Background: an optimization exercise with open tools, aiming at small area, a short achievable clock period and few clock cycles per item. Do not read the settings as production practice. Function not checked in this run: the RTL went through the layout flow alone.

==> flow/design.v <==
module vrc_dec (
    input  wire        clk,
    input  wire        rst,
    input  wire        in_valid,
    output wire        in_ready,
    input  wire [31:0] in_data,
    input  wire [15:0] in_len,
    output reg         px_valid,
    output reg  [2:0]  px_count,
    output reg  [31:0] px_data,
    output reg         done,
    output reg  [2:0]  done_cause
);
    localparam S_HDR  = 3'd0,    
               S_DEC  = 3'd1,    
               S_RUN  = 3'd2,    
               S_END  = 3'd3,    
               S_FAIL = 3'd4;    
    reg  [2:0]  st;
    reg  [2:0]  cause;
    reg  [31:0] wreg;
    reg         wfull;
    reg  [13:0] wcnt;           
    reg  [15:0] blen;
    reg         blk_taken;      
    reg  [1:0]  w_hi;           
    reg         w_hdr, w_body, w_lastb;
    reg  [4:0]  w_trel;         
    reg         w_trl;
    wire [15:0] len_m1   = blen - 16'd1;
    wire [15:0] len_m9   = blen - 16'd9;
    wire [13:0] lastw    = len_m1[15:2];             
    wire [13:0] lastbw   = len_m9[15:2];             
    wire        hasbody  = (blen > 16'd24);
    wire [1:0]  nb_last  = len_m9[1:0];              
    wire [15:0] trel_in  = {wcnt, 2'b00} - blen + 16'd8;
    reg  [6:0]  avail;          
    wire        ring_free = !avail[6] && !(avail[5] && (avail[4:0] != 5'd0));
    wire        wgo      = wfull && (!w_body || ring_free || st == S_FAIL);
    assign in_ready = !blk_taken && (!wfull || wgo);
    wire        take     = in_valid && in_ready;
    wire        clr_ctx  = wgo && w_hdr && (w_hi == 2'd0);
    reg  [1:0]  mode;
    reg  [1:0]  pred_sel;
    reg         runoff;
    reg  [7:0]  fillv;
    reg  [5:0]  ppl;            
    reg  [6:0]  lines;          
    reg         hbad;
    wire [7:0]  wb0 = wreg[7:0];
    wire [7:0]  wb1 = wreg[15:8];
    wire [7:0]  wb2 = wreg[23:16];
    wire [7:0]  wb3 = wreg[31:24];
    wire [1:0]  h0_mode  = wb3[1:0];
    wire        h0_bad   = ({wb1, wb0} != 16'h5256) || (wb2 != 8'h01) || (wb3[7:6] != 2'b00) ||
                           (h0_mode == 2'd3) ||
                           ((h0_mode != 2'd0) && ((wb3[3:2] != 2'd0) || wb3[4]));
    wire [15:0] h1_ppl   = {wb1, wb0};
    wire        h1_bad   = (h1_ppl == 16'd0) || (h1_ppl > 16'd32) ||
                           (wb2 == 8'd0) || (wb2 > 8'd64) ||
                           ((mode != 2'd2) && (wb3 != 8'h00));
    wire        h3_bad   = (wb1 != 8'h00) || (wb2 != 8'h00) || (wb3 != 8'h00);
    reg  [31:0] pcrc;
    reg         tbad;
    reg  [31:0] slot0, slot1;
    reg         wslot;
    reg  [5:0]  ptr;
    reg         body_done;      
    wire [31:0] wstream = {wreg[7:0], wreg[15:8], wreg[23:16], wreg[31:24]};
    reg  [40:0] W;              
    reg  [4:0]  q;              
    integer u;
    always @(*) begin
        q = 5'd24;
        for (u = 23; u >= 0; u = u - 1)
            if (!W[40 - u]) q = u[4:0];
    end
    wire        q_esc   = (q == 5'd24);
    wire        marker  = q_esc && W[16];
    wire [40:0] Wq      = W << q;
    wire [6:0]  T7      = Wq[39:33];                    
    wire [7:0]  esc_pix = W[15:8];
    reg  [5:0]  x;
    reg  [6:0]  y;
    reg  [7:0]  na, nb, nc, nd;      
    reg  [7:0]  p0b;                 
    reg         ends_run;
    reg  [2:0]  kr;
    reg         resc;                
    reg         retry;               
    reg  [2:0]  k_hold;
    reg  [5:0]  run_left;
    reg  [31:0] crc;
    reg  [7:0]  lb [0:31];           
    wire        first_line = (y == 7'd0);
    wire [5:0]  ppl_x      = ppl - x;                   
    wire        x_last     = (ppl_x == 6'd1);
    wire [7:0] mx = (na > nb) ? na : nb;
    wire [7:0] mn = (na > nb) ? nb : na;
    wire [8:0] sum_ab = {1'b0, na} + {1'b0, nb};
    reg  [7:0] pred;
    always @(*) begin
        case (pred_sel)
            2'd0: begin
                if (nc >= mx)      pred = mn;
                else if (nc <= mn) pred = mx;
                else               pred = na + nb - nc;
            end
            2'd1: pred = na;
            2'd2: pred = nb;
            default: pred = sum_ab[8:1];
        endcase
    end
    wire [8:0] s_db = {1'b0, nd} - {1'b0, nb};
    wire [8:0] t_db = {1'b0, nb} - {1'b0, nd};
    wire [8:0] s_bc = {1'b0, nb} - {1'b0, nc};
    wire [8:0] t_bc = {1'b0, nc} - {1'b0, nb};
    wire [8:0] s_ca = {1'b0, nc} - {1'b0, na};
    wire [8:0] t_ca = {1'b0, na} - {1'b0, nc};
    wire [7:0] d_db = s_db[8] ? t_db[7:0] : s_db[7:0];
    wire [7:0] d_bc = s_bc[8] ? t_bc[7:0] : s_bc[7:0];
    wire [7:0] d_ca = s_ca[8] ? t_ca[7:0] : s_ca[7:0];
    wire       g_db = t_db[8];
    wire       g_bc = t_bc[8];
    wire       g_ca = t_ca[8];
    wire [9:0] s1p1 = {2'b00, d_db} + {2'b00, d_bc} + 10'd1;
    wire [9:0] act1 = s1p1 + {2'b00, d_ca};
    reg  [2:0] qa;
    always @(*) begin
        if (act1[9:7] != 3'd0) qa = 3'd7;
        else if (act1[6])      qa = 3'd6;
        else if (act1[5])      qa = 3'd5;
        else if (act1[4])      qa = 3'd4;
        else if (act1[3])      qa = 3'd3;
        else if (act1[2])      qa = 3'd2;
        else if (act1[1])      qa = 3'd1;
        else                   qa = 3'd0;
    end
    wire [5:0] ctx = {qa, g_db, g_bc, g_ca};
    wire run_mode = !runoff && !ends_run && (na == nb) && (nb == nc) && (nc == nd);
    function [2:0] kfun;
        input [13:0] A;
        input [5:0]  N;
        integer t;
        begin
            kfun = 3'd7;
            for (t = 6; t >= 0; t = t - 1)
                if (({8'd0, N} << t) >= A) kfun = t[2:0];
        end
    endfunction
    reg         wb_v;
    reg  [5:0]  wb_ctx;
    reg  [7:0]  wb_m;
    wire [13:0] wb_A;                
    wire [5:0]  wb_N;
    wire [13:0] wb_sum  = wb_A + {6'd0, wb_m};
    wire        wb_half = (wb_N == 6'd63);
    wire [13:0] new_A   = wb_half ? {1'b0, wb_sum[13:1]} : wb_sum;
    wire [5:0]  new_N   = wb_half ? 6'd32 : wb_N + 6'd1;
    wire [2:0]  new_k   = wb_half ? kfun({1'b0, wb_sum[13:1]}, 6'd32) : kfun(wb_sum, wb_N + 6'd1);
    function used_ctx;
        input integer i;
        used_ctx = !((i >= 1 && i <= 7) || i == 15);
    endfunction
    wire [64*4-1:0]  kflat;          
    wire [64*20-1:0] aflat;          
    genvar gi;
    generate
        for (gi = 0; gi < 64; gi = gi + 1) begin : ctxs
            if (used_ctx(gi)) begin : u
                reg        v;
                reg [2:0]  k;
                reg [19:0] an;
                always @(posedge clk) begin
                    if (wb_v && wb_ctx == gi) begin
                        an <= {new_A, new_N};
                        k  <= new_k;
                    end
                    if (clr_ctx)
                        v <= 1'b0;
                    else if (wb_v && wb_ctx == gi)
                        v <= 1'b1;
                end
                assign kflat[gi*4 +: 4]   = {v, k};
                assign aflat[gi*20 +: 20] = v ? an : {14'd4, 6'd1};
            end else begin : n
                assign kflat[gi*4 +: 4]   = 4'd0;
                assign aflat[gi*20 +: 20] = 20'd0;
            end
        end
    endgenerate
    function [19:0] anent;
        input integer i;
        begin
            if (i >= 1 && i <= 7)  anent = aflat[0 +: 20];
            else if (i == 15)      anent = aflat[14*20 +: 20];
            else                   anent = aflat[i*20 +: 20];
        end
    endfunction
    wire [19:0] anm0_0 = wb_ctx[2] ? anent(4) : anent(0);
    wire [19:0] anm0_1 = wb_ctx[2] ? anent(5) : anent(1);
    wire [19:0] anm0_2 = wb_ctx[2] ? anent(6) : anent(2);
    wire [19:0] anm0_3 = wb_ctx[2] ? anent(7) : anent(3);
    wire [19:0] anm0_8 = wb_ctx[2] ? anent(12) : anent(8);
    wire [19:0] anm0_9 = wb_ctx[2] ? anent(13) : anent(9);
    wire [19:0] anm0_10 = wb_ctx[2] ? anent(14) : anent(10);
    wire [19:0] anm0_11 = wb_ctx[2] ? anent(15) : anent(11);
    wire [19:0] anm0_16 = wb_ctx[2] ? anent(20) : anent(16);
    wire [19:0] anm0_17 = wb_ctx[2] ? anent(21) : anent(17);
    wire [19:0] anm0_18 = wb_ctx[2] ? anent(22) : anent(18);
    wire [19:0] anm0_19 = wb_ctx[2] ? anent(23) : anent(19);
    wire [19:0] anm0_24 = wb_ctx[2] ? anent(28) : anent(24);
    wire [19:0] anm0_25 = wb_ctx[2] ? anent(29) : anent(25);
    wire [19:0] anm0_26 = wb_ctx[2] ? anent(30) : anent(26);
    wire [19:0] anm0_27 = wb_ctx[2] ? anent(31) : anent(27);
    wire [19:0] anm0_32 = wb_ctx[2] ? anent(36) : anent(32);
    wire [19:0] anm0_33 = wb_ctx[2] ? anent(37) : anent(33);
    wire [19:0] anm0_34 = wb_ctx[2] ? anent(38) : anent(34);
    wire [19:0] anm0_35 = wb_ctx[2] ? anent(39) : anent(35);
    wire [19:0] anm0_40 = wb_ctx[2] ? anent(44) : anent(40);
    wire [19:0] anm0_41 = wb_ctx[2] ? anent(45) : anent(41);
    wire [19:0] anm0_42 = wb_ctx[2] ? anent(46) : anent(42);
    wire [19:0] anm0_43 = wb_ctx[2] ? anent(47) : anent(43);
    wire [19:0] anm0_48 = wb_ctx[2] ? anent(52) : anent(48);
    wire [19:0] anm0_49 = wb_ctx[2] ? anent(53) : anent(49);
    wire [19:0] anm0_50 = wb_ctx[2] ? anent(54) : anent(50);
    wire [19:0] anm0_51 = wb_ctx[2] ? anent(55) : anent(51);
    wire [19:0] anm0_56 = wb_ctx[2] ? anent(60) : anent(56);
    wire [19:0] anm0_57 = wb_ctx[2] ? anent(61) : anent(57);
    wire [19:0] anm0_58 = wb_ctx[2] ? anent(62) : anent(58);
    wire [19:0] anm0_59 = wb_ctx[2] ? anent(63) : anent(59);
    wire [19:0] anm1_0 = wb_ctx[1] ? anm0_2 : anm0_0;
    wire [19:0] anm1_1 = wb_ctx[1] ? anm0_3 : anm0_1;
    wire [19:0] anm1_8 = wb_ctx[1] ? anm0_10 : anm0_8;
    wire [19:0] anm1_9 = wb_ctx[1] ? anm0_11 : anm0_9;
    wire [19:0] anm1_16 = wb_ctx[1] ? anm0_18 : anm0_16;
    wire [19:0] anm1_17 = wb_ctx[1] ? anm0_19 : anm0_17;
    wire [19:0] anm1_24 = wb_ctx[1] ? anm0_26 : anm0_24;
    wire [19:0] anm1_25 = wb_ctx[1] ? anm0_27 : anm0_25;
    wire [19:0] anm1_32 = wb_ctx[1] ? anm0_34 : anm0_32;
    wire [19:0] anm1_33 = wb_ctx[1] ? anm0_35 : anm0_33;
    wire [19:0] anm1_40 = wb_ctx[1] ? anm0_42 : anm0_40;
    wire [19:0] anm1_41 = wb_ctx[1] ? anm0_43 : anm0_41;
    wire [19:0] anm1_48 = wb_ctx[1] ? anm0_50 : anm0_48;
    wire [19:0] anm1_49 = wb_ctx[1] ? anm0_51 : anm0_49;
    wire [19:0] anm1_56 = wb_ctx[1] ? anm0_58 : anm0_56;
    wire [19:0] anm1_57 = wb_ctx[1] ? anm0_59 : anm0_57;
    wire [19:0] anm2_0 = wb_ctx[0] ? anm1_1 : anm1_0;
    wire [19:0] anm2_8 = wb_ctx[0] ? anm1_9 : anm1_8;
    wire [19:0] anm2_16 = wb_ctx[0] ? anm1_17 : anm1_16;
    wire [19:0] anm2_24 = wb_ctx[0] ? anm1_25 : anm1_24;
    wire [19:0] anm2_32 = wb_ctx[0] ? anm1_33 : anm1_32;
    wire [19:0] anm2_40 = wb_ctx[0] ? anm1_41 : anm1_40;
    wire [19:0] anm2_48 = wb_ctx[0] ? anm1_49 : anm1_48;
    wire [19:0] anm2_56 = wb_ctx[0] ? anm1_57 : anm1_56;
    wire [19:0] anm3_0 = wb_ctx[3] ? anm2_8 : anm2_0;
    wire [19:0] anm3_16 = wb_ctx[3] ? anm2_24 : anm2_16;
    wire [19:0] anm3_32 = wb_ctx[3] ? anm2_40 : anm2_32;
    wire [19:0] anm3_48 = wb_ctx[3] ? anm2_56 : anm2_48;
    wire [19:0] anm4_0 = wb_ctx[4] ? anm3_16 : anm3_0;
    wire [19:0] anm4_32 = wb_ctx[4] ? anm3_48 : anm3_32;
    wire [19:0] anm5_0 = wb_ctx[5] ? anm4_32 : anm4_0;
    wire [19:0] an_rd = anm5_0;
    function [3:0] ent;
        input integer i;
        begin
            if (i >= 1 && i <= 7)  ent = kflat[0 +: 4];
            else if (i == 15)      ent = kflat[14*4 +: 4];
            else                   ent = kflat[i*4 +: 4];
        end
    endfunction
    wire [3:0] km0_0 = ctx[2] ? ent(4) : ent(0);
    wire [3:0] km0_1 = ctx[2] ? ent(5) : ent(1);
    wire [3:0] km0_2 = ctx[2] ? ent(6) : ent(2);
    wire [3:0] km0_3 = ctx[2] ? ent(7) : ent(3);
    wire [3:0] km0_8 = ctx[2] ? ent(12) : ent(8);
    wire [3:0] km0_9 = ctx[2] ? ent(13) : ent(9);
    wire [3:0] km0_10 = ctx[2] ? ent(14) : ent(10);
    wire [3:0] km0_11 = ctx[2] ? ent(15) : ent(11);
    wire [3:0] km0_16 = ctx[2] ? ent(20) : ent(16);
    wire [3:0] km0_17 = ctx[2] ? ent(21) : ent(17);
    wire [3:0] km0_18 = ctx[2] ? ent(22) : ent(18);
    wire [3:0] km0_19 = ctx[2] ? ent(23) : ent(19);
    wire [3:0] km0_24 = ctx[2] ? ent(28) : ent(24);
    wire [3:0] km0_25 = ctx[2] ? ent(29) : ent(25);
    wire [3:0] km0_26 = ctx[2] ? ent(30) : ent(26);
    wire [3:0] km0_27 = ctx[2] ? ent(31) : ent(27);
    wire [3:0] km0_32 = ctx[2] ? ent(36) : ent(32);
    wire [3:0] km0_33 = ctx[2] ? ent(37) : ent(33);
    wire [3:0] km0_34 = ctx[2] ? ent(38) : ent(34);
    wire [3:0] km0_35 = ctx[2] ? ent(39) : ent(35);
    wire [3:0] km0_40 = ctx[2] ? ent(44) : ent(40);
    wire [3:0] km0_41 = ctx[2] ? ent(45) : ent(41);
    wire [3:0] km0_42 = ctx[2] ? ent(46) : ent(42);
    wire [3:0] km0_43 = ctx[2] ? ent(47) : ent(43);
    wire [3:0] km0_48 = ctx[2] ? ent(52) : ent(48);
    wire [3:0] km0_49 = ctx[2] ? ent(53) : ent(49);
    wire [3:0] km0_50 = ctx[2] ? ent(54) : ent(50);
    wire [3:0] km0_51 = ctx[2] ? ent(55) : ent(51);
    wire [3:0] km0_56 = ctx[2] ? ent(60) : ent(56);
    wire [3:0] km0_57 = ctx[2] ? ent(61) : ent(57);
    wire [3:0] km0_58 = ctx[2] ? ent(62) : ent(58);
    wire [3:0] km0_59 = ctx[2] ? ent(63) : ent(59);
    wire [3:0] km1_0 = ctx[1] ? km0_2 : km0_0;
    wire [3:0] km1_1 = ctx[1] ? km0_3 : km0_1;
    wire [3:0] km1_8 = ctx[1] ? km0_10 : km0_8;
    wire [3:0] km1_9 = ctx[1] ? km0_11 : km0_9;
    wire [3:0] km1_16 = ctx[1] ? km0_18 : km0_16;
    wire [3:0] km1_17 = ctx[1] ? km0_19 : km0_17;
    wire [3:0] km1_24 = ctx[1] ? km0_26 : km0_24;
    wire [3:0] km1_25 = ctx[1] ? km0_27 : km0_25;
    wire [3:0] km1_32 = ctx[1] ? km0_34 : km0_32;
    wire [3:0] km1_33 = ctx[1] ? km0_35 : km0_33;
    wire [3:0] km1_40 = ctx[1] ? km0_42 : km0_40;
    wire [3:0] km1_41 = ctx[1] ? km0_43 : km0_41;
    wire [3:0] km1_48 = ctx[1] ? km0_50 : km0_48;
    wire [3:0] km1_49 = ctx[1] ? km0_51 : km0_49;
    wire [3:0] km1_56 = ctx[1] ? km0_58 : km0_56;
    wire [3:0] km1_57 = ctx[1] ? km0_59 : km0_57;
    wire [3:0] km2_0 = ctx[0] ? km1_1 : km1_0;
    wire [3:0] km2_8 = ctx[0] ? km1_9 : km1_8;
    wire [3:0] km2_16 = ctx[0] ? km1_17 : km1_16;
    wire [3:0] km2_24 = ctx[0] ? km1_25 : km1_24;
    wire [3:0] km2_32 = ctx[0] ? km1_33 : km1_32;
    wire [3:0] km2_40 = ctx[0] ? km1_41 : km1_40;
    wire [3:0] km2_48 = ctx[0] ? km1_49 : km1_48;
    wire [3:0] km2_56 = ctx[0] ? km1_57 : km1_56;
    wire [3:0] km3_0 = ctx[3] ? km2_8 : km2_0;
    wire [3:0] km3_16 = ctx[3] ? km2_24 : km2_16;
    wire [3:0] km3_32 = ctx[3] ? km2_40 : km2_32;
    wire [3:0] km3_48 = ctx[3] ? km2_56 : km2_48;
    wire [3:0] km4_0 = ctx[4] ? km3_16 : km3_0;
    wire [3:0] km4_32 = ctx[4] ? km3_48 : km3_32;
    wire [3:0] km5_0 = ctx[5] ? km4_32 : km4_0;
    wire [3:0] crd = km5_0;
    wire        hit   = wb_v && (wb_ctx == ctx);
    wire [2:0]  k_eff = hit ? new_k : (crd[3] ? crd[2:0] : 3'd2);
    assign wb_A = an_rd[19:6];
    assign wb_N = an_rd[5:0];
    reg  [7:0] m_k   [0:7];
    reg  [7:0] pix_k [0:7];
    reg        ovf_k [0:7];
    reg        fit_k [0:7];
    reg  [7:0] e_t;
    reg  [15:0] mf;
    integer kk;
    always @(*) begin
        for (kk = 0; kk < 8; kk = kk + 1) begin
            mf = ({11'd0, q} << kk) | ({9'd0, T7} >> (7 - kk));
            m_k[kk]   = mf[7:0];
            ovf_k[kk] = (mf > 16'd255);
            e_t       = mf[0] ? ~({1'b0, mf[7:1]}) : {1'b0, mf[7:1]};
            pix_k[kk] = pred + e_t;
            fit_k[kk] = ({2'b00, q} + 7'd1 + kk[6:0]) <= avail;
        end
    end
    wire [7:0] e_esc  = esc_pix - pred;
    wire [7:0] m_esc  = e_esc[7] ? ~(e_esc << 1) : (e_esc << 1);
    wire [7:0] koh = 8'd1 << k_eff;
    reg  [7:0] pix_sel, m_sel;
    integer si;
    always @(*) begin
        pix_sel = 8'd0;
        m_sel   = 8'd0;
        for (si = 0; si < 8; si = si + 1) begin
            pix_sel = pix_sel | (pix_k[si] & {8{koh[si]}});
            m_sel   = m_sel   | (m_k[si]   & {8{koh[si]}});
        end
    end
    wire [7:0] reg_pix = q_esc ? esc_pix : pix_sel;
    wire [7:0] reg_m   = q_esc ? m_esc : m_sel;
    wire [6:0] reg_len = q_esc ? 7'd33 : {2'b00, q} + 7'd1 + {4'd0, k_eff};
    wire       reg_ovf = !q_esc && ovf_k[k_eff];
    wire        resc_pre = q_esc && !resc;
    wire [15:0] r_len   = resc ? W[40:25] : (({11'd0, q} << kr) | ({9'd0, T7} >> (3'd7 - kr)));
    wire [6:0]  run_len = resc ? 7'd16 : resc_pre ? 7'd25 : {2'b00, q} + 7'd1 + {4'd0, kr};
    wire        run_bad = (r_len > {10'd0, ppl_x});
    wire [2:0]  run_s   = (r_len >= 16'd4) ? 3'd4 : r_len[2:0];
    wire [2:0]  chunk4  = (ppl_x >= 6'd4) ? 3'd4 : ppl_x[2:0];
    wire [2:0]  left_s  = (run_left >= 6'd4) ? 3'd4 : run_left[2:0];
    wire [6:0]  raw_len = {1'b0, chunk4, 3'b000};
    wire is_vrc  = (mode == 2'd0);
    wire is_raw  = (mode == 2'd1);
    wire is_fill = (mode == 2'd2);
    wire in_dec  = (st == S_DEC);
    wire in_run  = (st == S_RUN);
    wire        do_run  = in_dec && is_vrc && run_mode;
    wire        do_reg  = in_dec && is_vrc && !run_mode;
    wire        esc_fit  = (avail >= 7'd33);
    wire        fast_fit = q_esc ? esc_fit : ({2'b00, q} + 7'd8 <= avail);
    wire        slow_fit = q_esc ? esc_fit : fit_k[k_hold];
    wire        reg_fit  = retry ? slow_fit : fast_fit;
    wire        reg_mv   = do_reg && reg_fit && !marker;
    wire        reg_fail = do_reg && ((marker && esc_fit) || (reg_fit && reg_ovf) ||
                                      (retry && !slow_fit && body_done));
    wire        run_fit  = (run_len <= avail);
    wire        pre_ok   = do_run && resc_pre && run_fit && !marker;
    wire        run_ok   = do_run && !resc_pre && run_fit && !run_bad;
    wire        run_fail = do_run && (run_fit ? (resc_pre ? marker : run_bad) : body_done);
    wire        raw_fit  = (raw_len <= avail);
    wire        raw_ok   = in_dec && is_raw && raw_fit;
    wire        raw_fail = in_dec && is_raw && !raw_fit && body_done;
    wire        fill_ok  = in_dec && is_fill;
    wire        dec_fail = reg_fail || run_fail || raw_fail;
    wire        le_run  = (r_len == {10'd0, ppl_x}) && (r_len <= 16'd4);
    wire        le_left = (run_left <= 6'd4) && (run_left == ppl_x);
    wire        le_blk  = (ppl_x <= 6'd4);
    wire        run_mv  = (run_ok && run_s != 3'd0) || in_run;
    wire [2:0]  rs      = in_run ? left_s : run_s;       
    wire        blk_mv  = raw_ok || fill_ok;
    reg  [2:0]  s;             
    always @(*) begin
        if (run_mv)       s = rs;
        else if (blk_mv)  s = chunk4;
        else              s = {2'b00, reg_mv};
    end
    wire        moved    = reg_mv || run_mv || blk_mv;
    wire        line_end = reg_mv ? x_last : in_run ? le_left : run_ok ? le_run : le_blk;
    wire        last_line = (y + 7'd1 == {1'b0, lines});
    wire        resc_go = do_run && resc && run_fit;
    wire        runq_go = do_run && !resc && run_fit;           
    reg  [5:0]  a1;
    always @(*) begin
        if (resc_go)                 a1 = 6'd16;
        else if (runq_go)            a1 = {1'b0, q} + 6'd1;
        else if (reg_mv)             a1 = q_esc ? 6'd33 : {1'b0, q} + 6'd1;
        else if (raw_ok)             a1 = {chunk4, 3'b000};
        else                         a1 = 6'd0;
    end
    wire [2:0]  kx = (reg_mv && !q_esc) ? k_eff : (runq_go && !q_esc) ? kr : 3'd0;
    wire [4:0]  x5      = x[4:0];
    wire [7:0]  p2      = lb[x5 + 5'd2];
    wire [7:0]  p3      = lb[x5 + 5'd3];
    wire [7:0]  p4      = lb[x5 + 5'd4];
    wire [7:0]  p5      = lb[x5 + 5'd5];
    wire [2:0]  step    = reg_mv ? 3'd1 : rs;              
    reg  [7:0]  rd_c, rd_b, rd_d;
    always @(*) begin
        case (step)
            3'd1:    begin rd_c = nb; rd_b = nd; rd_d = p2; end
            3'd2:    begin rd_c = nd; rd_b = p2; rd_d = p3; end
            3'd3:    begin rd_c = p2; rd_b = p3; rd_d = p4; end
            default: begin rd_c = p3; rd_b = p4; rd_d = p5; end
        endcase
    end
    wire        rd_clip = ({1'b0, ppl_x} <= {1'b0, step} + 4'd1);
    wire [7:0]  wval    = do_reg ? reg_pix : na;           
    wire [31:0] xoh = 32'd1 << x[4:0];
    wire [31:0] wen = (do_reg ? xoh : 32'd0) |
                      (run_mv ? ((rs >= 3'd1 ? xoh : 32'd0) | (rs >= 3'd2 ? xoh << 1 : 32'd0) |
                                 (rs >= 3'd3 ? xoh << 2 : 32'd0) | (rs >= 3'd4 ? xoh << 3 : 32'd0))
                              : 32'd0);
    function [31:0] crc_byte;
        input [31:0] c;
        input [7:0]  dd;
        integer j;
        reg [31:0] v;
        begin
            v = c ^ {24'd0, dd};
            for (j = 0; j < 8; j = j + 1)
                v = v[0] ? ((v >> 1) ^ 32'hEDB88320) : (v >> 1);
            crc_byte = v;
        end
    endfunction
    wire [31:0] crc1 = crc_byte(crc,  px_data[7:0]);
    wire [31:0] crc2 = crc_byte(crc1, px_data[15:8]);
    wire [31:0] crc3 = crc_byte(crc2, px_data[23:16]);
    wire [31:0] crc4 = crc_byte(crc3, px_data[31:24]);
    wire [7:0]  pad_mask = ~(8'hFF >> avail[2:0]);
    wire        pad_bad  = (avail >= 7'd8) || ((W[40:33] & pad_mask) != 8'd0);
    wire        ld_go   = wgo && w_body;
    wire [6:0]  ld      = !ld_go ? 7'd0 : w_lastb ? {2'b00, nb_last, 3'b000} + 7'd8 : 7'd32;
    wire [31:0] slot0_n = (ld_go && !wslot) ? wstream : slot0;
    wire [31:0] slot1_n = (ld_go &&  wslot) ? wstream : slot1;
    wire [63:0] ring_n  = {slot0_n, slot1_n};
    wire [5:0]  rot1    = clr_ctx ? 6'd0 : ptr + a1;
    wire [127:0] rr     = {ring_n, ring_n} << rot1;
    wire [47:0] R1      = rr[127:80];
    wire [6:0]  av_base = avail + ld - {1'b0, a1};
    wire [7:0]  kxoh = 8'd1 << kx;
    reg  [6:0]  av_nx;
    reg  [5:0]  pt_nx;
    reg  [40:0] W_nx;
    reg  [6:0]  av_t;
    reg  [5:0]  pt_t;
    integer xk;
    always @(*) begin
        av_nx = 7'd0;
        pt_nx = 6'd0;
        W_nx  = 41'd0;
        for (xk = 0; xk < 8; xk = xk + 1) begin
            av_t  = av_base - xk[6:0];
            pt_t  = rot1 + xk[5:0];
            av_nx = av_nx | (av_t & {7{kxoh[xk]}});
            pt_nx = pt_nx | (pt_t & {6{kxoh[xk]}});
            W_nx  = W_nx  | (R1[47 - xk -: 41] & {41{kxoh[xk]}});
        end
    end
    integer i, li;
    reg [4:0] tp;
    always @(posedge clk) begin
        for (li = 0; li < 32; li = li + 1)
            if (wen[li]) lb[li] <= wval;
        wb_v   <= reg_mv && !rst;
        wb_ctx <= ctx;
        wb_m   <= reg_m;
        k_hold <= k_eff;
        W      <= W_nx;
        px_count <= s;
        if (is_raw)
            px_data <= {W[16:9], W[24:17], W[32:25], W[40:33]};
        else if (is_fill)
            px_data <= {4{fillv}};
        else
            px_data <= {{3{na}}, wval};
        if (px_valid) begin
            case (px_count)
                3'd1:    crc <= crc1;
                3'd2:    crc <= crc2;
                3'd3:    crc <= crc3;
                default: crc <= crc4;
            endcase
        end
        if (rst) begin
            wfull     <= 1'b0;
            wcnt      <= 14'd0;
            blk_taken <= 1'b0;
            st        <= S_HDR;
            px_valid  <= 1'b0;
            done      <= 1'b0;
            done_cause <= 3'd0;
        end else begin
            px_valid <= moved;
            done     <= 1'b0;
            if (wgo) wfull <= 1'b0;
            if (take) begin
                wreg    <= in_data;
                wfull   <= 1'b1;
                wcnt    <= wcnt + 14'd1;
                w_hi    <= wcnt[1:0];
                w_hdr   <= (wcnt < 14'd4);
                w_body  <= (wcnt >= 14'd4) && hasbody && (wcnt <= lastbw);
                w_lastb <= (wcnt >= 14'd4) && hasbody && (wcnt == lastbw);
                w_trel  <= trel_in[4:0];
                w_trl   <= (wcnt >= 14'd4) && ($signed(trel_in) >= -16'sd3) && ($signed(trel_in) <= 16'sd7);
                if (wcnt == 14'd0) blen <= in_len;
                if (wcnt != 14'd0 && wcnt == lastw) blk_taken <= 1'b1;
            end
            if (wgo && w_hdr) begin
                case (w_hi)
                    2'd0: begin
                        mode      <= h0_mode;
                        pred_sel  <= wb3[3:2];
                        runoff    <= wb3[4];
                        hbad      <= h0_bad;
                        wslot     <= 1'b0;
                        body_done <= 1'b0;
                        tbad      <= 1'b0;
                    end
                    2'd1: begin
                        ppl   <= wb0[5:0];
                        lines <= wb2[6:0];
                        fillv <= wb3;
                        if (h1_bad) hbad <= 1'b1;
                    end
                    default: ;
                endcase
            end
            if (wgo && w_trl) begin
                for (i = 0; i < 4; i = i + 1) begin
                    tp = w_trel + i;
                    if (!tp[4] && !tp[3]) begin
                        case (tp[2:0])
                            3'd0: if (wreg[8*i +: 8] != {1'b0, lines}) tbad <= 1'b1;
                            3'd1: if (wreg[8*i +: 8] != 8'h00) tbad <= 1'b1;
                            3'd2: if (wreg[8*i +: 8] != 8'h00) tbad <= 1'b1;
                            3'd3: if (wreg[8*i +: 8] != 8'hC3) tbad <= 1'b1;
                            default: pcrc[8*(tp[1:0]) +: 8] <= wreg[8*i +: 8];
                        endcase
                    end
                end
            end
            if (wgo && w_body) begin
                if (wslot) slot1 <= wstream; else slot0 <= wstream;
                wslot <= ~wslot;
                if (w_lastb) body_done <= 1'b1;
            end
            if (clr_ctx) begin
                avail <= 7'd0;
                ptr   <= 6'd0;
            end else begin
                avail <= av_nx;
                ptr   <= pt_nx;
            end
            if (do_reg) retry <= !reg_mv;
            if (moved) begin
                x <= line_end ? 6'd0 : x + {3'd0, s};
                if (run_mv) run_left <= (in_run ? run_left : r_len[5:0]) - {3'd0, rs};
                if (line_end) begin
                    y        <= y + 7'd1;
                    ends_run <= 1'b0;
                    nb  <= (x == 6'd0) ? wval : lb[0];
                    na  <= (x == 6'd0) ? wval : lb[0];
                    nd  <= (ppl == 6'd1) ? ((x == 6'd0) ? wval : lb[0]) :
                           ((x <= 6'd1) ? wval : lb[1]);
                    nc  <= p0b;
                    p0b <= (x == 6'd0) ? wval : lb[0];
                end else begin
                    if (reg_mv) na <= reg_pix;
                    if (!first_line) begin
                        nc <= rd_c;
                        nb <= rd_b;
                        nd <= rd_clip ? rd_b : rd_d;
                    end
                end
            end
            if (reg_mv) ends_run <= 1'b0;
            if (pre_ok) resc <= 1'b1;
            if (run_ok) begin
                resc <= 1'b0;
                if (r_len >= ({13'd0, 3'd2} << kr))
                    kr <= (kr == 3'd7) ? 3'd7 : kr + 3'd1;
                else if (kr != 3'd0 && r_len < (16'd1 << (kr - 3'd1)))
                    kr <= kr - 3'd1;
                if (!line_end) ends_run <= 1'b1;
            end
            case (st)
                S_HDR: begin
                    if (wgo && w_hdr && w_hi == 2'd3) begin
                        x        <= 6'd0;
                        y        <= 7'd0;
                        na       <= 8'd0;
                        nb       <= 8'd0;
                        nc       <= 8'd0;
                        nd       <= 8'd0;
                        p0b      <= 8'd0;
                        ends_run <= 1'b0;
                        resc     <= 1'b0;
                        retry    <= 1'b0;
                        kr       <= 3'd3;
                        crc      <= 32'hFFFFFFFF;
                        if (hbad || h3_bad) begin
                            st <= S_FAIL; cause <= 3'd1;
                        end else if (mode == 2'd2 && hasbody) begin
                            st <= S_FAIL; cause <= 3'd2;
                        end else begin
                            st <= S_DEC;
                            if (!hasbody) body_done <= 1'b1;
                        end
                    end
                end
                S_DEC: begin
                    if (dec_fail) begin
                        st <= S_FAIL; cause <= 3'd2;
                    end else if (line_end && moved && last_line) begin
                        st <= S_END;
                    end else if (run_ok && r_len > 16'd4) begin
                        st <= S_RUN;
                    end
                end
                S_RUN: begin
                    if (line_end && last_line) st <= S_END;
                    else if (run_left <= 6'd4) st <= S_DEC;
                end
                S_END: begin
                    if (pad_bad) begin
                        st <= S_FAIL; cause <= 3'd2;
                    end else if (body_done && blk_taken && !wfull && !px_valid) begin
                        done <= 1'b1;
                        if (tbad)              done_cause <= 3'd3;
                        else if (~crc != pcrc) done_cause <= 3'd4;
                        else                   done_cause <= 3'd0;
                        st        <= S_HDR;
                        wcnt      <= 14'd0;
                        blk_taken <= 1'b0;
                    end
                end
                default: begin    
                    if (blk_taken && !wfull) begin
                        done       <= 1'b1;
                        done_cause <= cause;
                        st         <= S_HDR;
                        wcnt       <= 14'd0;
                        blk_taken  <= 1'b0;
                    end
                end
            endcase
        end
    end
endmodule
==> flow/flow/run.sh <==
#!/bin/bash
# The standard layout, with its timing repair aimed at a setup margin: the clock
# period and constraints stay the design's; repair_timing is asked to leave
# this much slack, so it keeps improving paths the 22 ns clock alone would not
# make it touch. The full make output goes to standard.log; ORFS keeps each
# step's own log under orfs/logs.
set -euo pipefail
bash standard.sh SETUP_SLACK_MARGIN=13 finish > standard.log 2>&1
==> flow/standard.sh <==
#!/bin/bash
# synth_recipe.tcl (not shown) runs the flow's synth.tcl, then flattens the netlist and writes it again
# the make line also repeats each setting of config.mk as NAME=value (left out here)
make -C /OpenROAD-flow-scripts/flow DESIGN_CONFIG=/design/flow/config.mk WORK_HOME=/design/flow/orfs CLKGATE_MAP_FILE= SYNTH_SCRIPT=/design/flow/synth_recipe.tcl "${@:-finish}"
==> flow/config.mk <==
export PLATFORM = sky130hd
export DESIGN_NAME = vrc_dec
export DESIGN_NICKNAME = vrc_dec
export VERILOG_FILES = /design/flow/design.v
export SDC_FILE = /design/flow/constraint.sdc
export NUM_CORES = 4
export LEC_CHECK = 0
export CAP_MARGIN = 20
export CELL_PAD_IN_SITES_DETAIL_PLACEMENT = 1
export CELL_PAD_IN_SITES_GLOBAL_PLACEMENT = 2
export CORE_MARGIN = 2
export CORE_UTILIZATION = 50
export PLACE_DENSITY = 0.65
export SLEW_MARGIN = 20
export SYNTH_MEMORY_MAX_BITS = 65536
==> flow/constraint.sdc <==
create_clock -name core_clock -period 22.0 [get_ports {clk}]
set_input_delay 4.4000 -clock core_clock [delete_from_list [all_inputs] [get_ports {clk}]]
set_output_delay 4.4000 -clock core_clock [all_outputs]
set_load 0.01 [all_outputs]
==> run summary <==
worst reg2reg max path, stage by stage, from the launching register on:
cell and delay [ps]:
sky130_fd_sc_hd__dfxtp_4 760, sky130_fd_sc_hd__clkinv_1 800, sky130_fd_sc_hd__buf_4 540, sky130_fd_sc_hd__a221oi_1 470, sky130_fd_sc_hd__nor3_1 150, sky130_fd_sc_hd__a2111oi_1 1620
sky130_fd_sc_hd__a311oi_1 680, sky130_fd_sc_hd__xor2_1 330, sky130_fd_sc_hd__buf_4 250, sky130_fd_sc_hd__ha_1 320, sky130_fd_sc_hd__nand4b_1 90, sky130_fd_sc_hd__nor2_1 50
sky130_fd_sc_hd__a211o_1 330, sky130_fd_sc_hd__and4b_1 220, sky130_fd_sc_hd__a41oi_1 160, sky130_fd_sc_hd__o21ai_1 120, sky130_fd_sc_hd__o221a_2 270, sky130_fd_sc_hd__o22a_4 300
sky130_fd_sc_hd__o21ai_4 370, sky130_fd_sc_hd__buf_12 220, sky130_fd_sc_hd__buf_4 160, sky130_fd_sc_hd__mux2i_2 370, sky130_fd_sc_hd__o21a_4 270, sky130_fd_sc_hd__a21oi_4 120
sky130_fd_sc_hd__o21ai_2 310, sky130_fd_sc_hd__o21ai_0 170
cell usage in the layout, fill, tap and decap left out, drive strengths merged, types with 104 or more instances in the layout:
cell / count
nand2: 761
ha: 440
dfxtp: 204
a22oi: 292
o211ai: 104
mux2: 111
xnor2: 442
nor2: 949
mux2i: 477
clkbuf: 290
xor2: 187
nand2b: 107
a21oi: 555
nand3: 245
inv: 286
nor2b: 110
nand4: 124
o22ai: 144
a221oi: 574
a22o: 137
buf: 760
nor3: 179
o21ai: 460
edfxtp: 1809
per-stage QoR:
stage          instances  cell area (um2)  setup slack, ps
2_1_floorplan      10600           117000            13010
3_3_place_gp       13500           123000             8920
3_5_place_dp       13500           123000             8630
4_1_cts            14100           135000            12930
5_1_grt            14300           138000            12460
6_report           14400           138000            12210
path summary, 6_finish.rpt:
path	from	end	slack, ps	depth (start not counted)
setup / recovery	wb_ctx[5]$_DFF_P_	nb[6]$_DFFE_PN_	12210	25
hold / removal	done_cause[1]$_SDFFE_PP0P_	done_cause[1]$_SDFFE_PP0P_	540	2
setup reg to reg	wb_ctx[5]$_DFF_P_	nb[6]$_DFFE_PN_	12210	25
hold reg to reg	done_cause[1]$_SDFFE_PP0P_	done_cause[1]$_SDFFE_PP0P_	540	2
state kept, by name, indices dropped and copies added (netlist names), 8 cells and up:
| name | cells |
|---|---|
| ctxs.u.an | 1120 |
| lb | 256 |
| ctxs.u.k | 168 |
| ctxs.u.v | 56 |
| W | 39 |
| crc | 32 |
| pcrc | 32 |
| px_data | 32 |
| slot0 | 32 |
| slot1 | 32 |
| wreg | 32 |
| blen | 16 |
| wcnt | 14 |
| fillv | 8 |
| na | 8 |
| nb | 8 |
| nc | 8 |
| nd | 8 |
| p0b | 8 |
| wb_m | 8 |
layer usage:
layer  routed length, um  share of wire (%)
met5                 420              0.068
met3               94100                 15
met2              255000                 41
met4               49600                8.0
met1              218000                 35
cell type report:
type / count / area, um2
flip-flops and latches: 2013 / 58500
inverters: 293 / 1250
repair buffers: 874 / 8420
fillers: 23400 / 94600
repair inverters: 7 / 60.1
multi-input cells: 7667 / 58200
well taps: 3043 / 3810
diodes: 49 / 123
clock buffers: 275 / 5810
clock inverters: 136 / 1760
cell families (layout without fill, tap and decap cells):
kind of cell	count (synthesis)	count (layout)	share of synthesized area (%)
compound gates	3084	3087	18.8
xor+xnor	630	630	5.43
fa+ha+maj	481	481	5.42
buf+inv	959	1585	3.22
flops	2013	2013	50.0
mux	622	622	5.81
other cells	1	50	0.00321
simple gates	2840	2846	11.3
what timing repair did:
action | 4_1_cts | 5_1_grt
setup buffers | 159 | 149
gates cloned | 25 | 19
hold buffers | 0 | 0
pin swaps | 69 | 112
gates resized for setup | 422 | 362
setup endpoints to repair | 763 | 647
==> out/summary.json <==
{
  "nets": 11600,
  "cts_sinks": 2013,
  "tns_ps": 0,
  "ctsRootBufferMaster": "sky130_fd_sc_hd__clkbuf_16",
  "detailedRoute.firstPassIterationCount": 10,
  "boundaryPins": 92,
  "result_of_the_run": "failed layout checks",
  "synthMostInstantiatedCell": "sky130_fd_sc_hd__edfxtp_1",
  "drtAntennaViolNets": 0,
  "report.final.setup_viol": 0,
  "max_clock_freq_mhz": 102,
  "die_h_um": 487,
  "longest_individual_stage_delay_on_the_worst_path_ps": 1620,
  "min_path_type": "flip-flop to flip-flop",
  "synthTopCellsByArea": "sky130_fd_sc_hd__edfxtp_1 (46%), sky130_fd_sc_hd__ha_1 (4.7%), sky130_fd_sc_hd__a221oi_1 (4.3%)",
  "final_hpwl_dp_um": 377000,
  "detail_route.drc_violations": 0,
  "cts_made_buffers": 216,
  "post-route-period-util_pct": 44.5,
  "cpLargestDelayFamily": "compound AO/OA/AOI/OAI gates",
  "required_ps": 22600,
  "post_synth_most_frequent_cells": "sky130_fd_sc_hd__edfxtp_1 (1809), sky130_fd_sc_hd__nor2_1 (946), sky130_fd_sc_hd__nand2_1 (760)",
  "initial_utilization_pct": 50.2,
  "groute.layer.met1.usage_pct": 62.7,
  "clock_tree_from_tritoncts": "yes",
  "gp_congestion": 1.09,
  "detailedRoute.firstIterationViolations": 19600,
  "synthDominantAreaCellType": "sky130_fd_sc_hd__edfxtp_1",
  "cpMostUsedCell": "sky130_fd_sc_hd__buf_4",
  "so_faults": "max-capacitance violations, max-slew violations",
  "ys_async_sr_fraction_pct": 0,
  "synthesis.area_per_instance_um2": 11.0,
  "grt_first_pass_wirelength_um": 828000,
  "post_synth_inst_count": 10600,
  "syn-num-nets": 11200,
  "routed-via-count": 111000,
  "synth_sequential_area_ratio_pct": 50.0,
  "max_cap_viol_count": 2,
  "grt_busiest_layer": "met2",
  "placementRows": 177,
  "critPathBufInv": 5,
  "cp_slowest_cell": "sky130_fd_sc_hd__a2111oi_1",
  "insertion_delay_ps": 1020,
  "maxSlewHeadroom_pct": -30.0,
  "grt_setup_unrepaired": "true",
  "core_area_mm2": 0.233,
  "finalClockSkew_ps": 192,
  "synth_top_area_share_pct": 46.5,
  "yosys.cell_types.count": 102,
  "grt_start_max_net_pins": 69,
  "port-buffer-count": 91,
  "final_layout_size_suffix_gt1_share_pct": 18.3,
  "worst_path_fanout_max": 34,
  "worstPathArrival_ps": 10390,
  "crit_path_start_kind": "flip-flop",
  "timing_max_transition_violations_final": 4,
  "groute.usage.overall_pct": 49.0,
  "antenna_found_initial": 56,
  "grt-ovfl-total": 0,
  "cts.path.max_buffers": 3,
  "start_to_end_type_of_the_worst_setup_path": "flip-flop to flip-flop",
  "finalHoldViolations": 0,
  "finalWirelength_um": 617000,
  "mappedNetlistArea_mm2": 0.117,
  "grt_util_met2_pct": 70.4,
  "areaGrowthSynthToFinish_pct": 18.1,
  "ctsHtreeMaxLevel": 4,
  "synth_enable_flop_cells": 1809,
  "clock_transition_time_at_the_flip_flop_clock_pins_of_the_worst_setup_and_hold_paths_ps": 60,
  "grt_util_met3_pct": 18.5,
  "post-route-min-period_ps": 9790,
  "floorplan.die_area_mm2": 0.238,
  "utilization_pct": 59.3,
  "post_drt_via_cell_ratio": 7.71,
  "wire_length_per_cell_um": 43.0,
  "floorplan.die.width_um": 487,
  "ys.warnings.count": 6,
  "worst_pin_slew_ps": 1950,
  "grt_pass1_vias": 106000,
  "synth_seq_cells": 2013,
  "hold_slack_ps": 543,
  "critical_path.endpoint_type": "flip-flop",
  "synth_flop_cell": "sky130_fd_sc_hd__edfxtp_1"
}

==> afterwards: timing with drivers on the ports <==
Ports are ideal in the flow. The routed layout listed here was re-timed in OpenROAD. Step 1: set_driving_cell puts a clkbuf_16 on clk and a buf_2 on each other input, an assumption about the parent block. Step 2 times the ports against the registers' clock, not the clock port: input delays grow and output delays shrink by t, the midpoint of the rising clock arrivals with the driver on. Slacks: no drivers / after step 1 / after step 2; pairs: no drivers / after step 1.
t (ns): 1.037
setup slack, ns: 12.208 / 12.208 / 12.208
worst setup path after step 2: register to register
For this run, drivers alone change the setup slack by 0.000 ns; drivers and shift together by 0.000 ns.
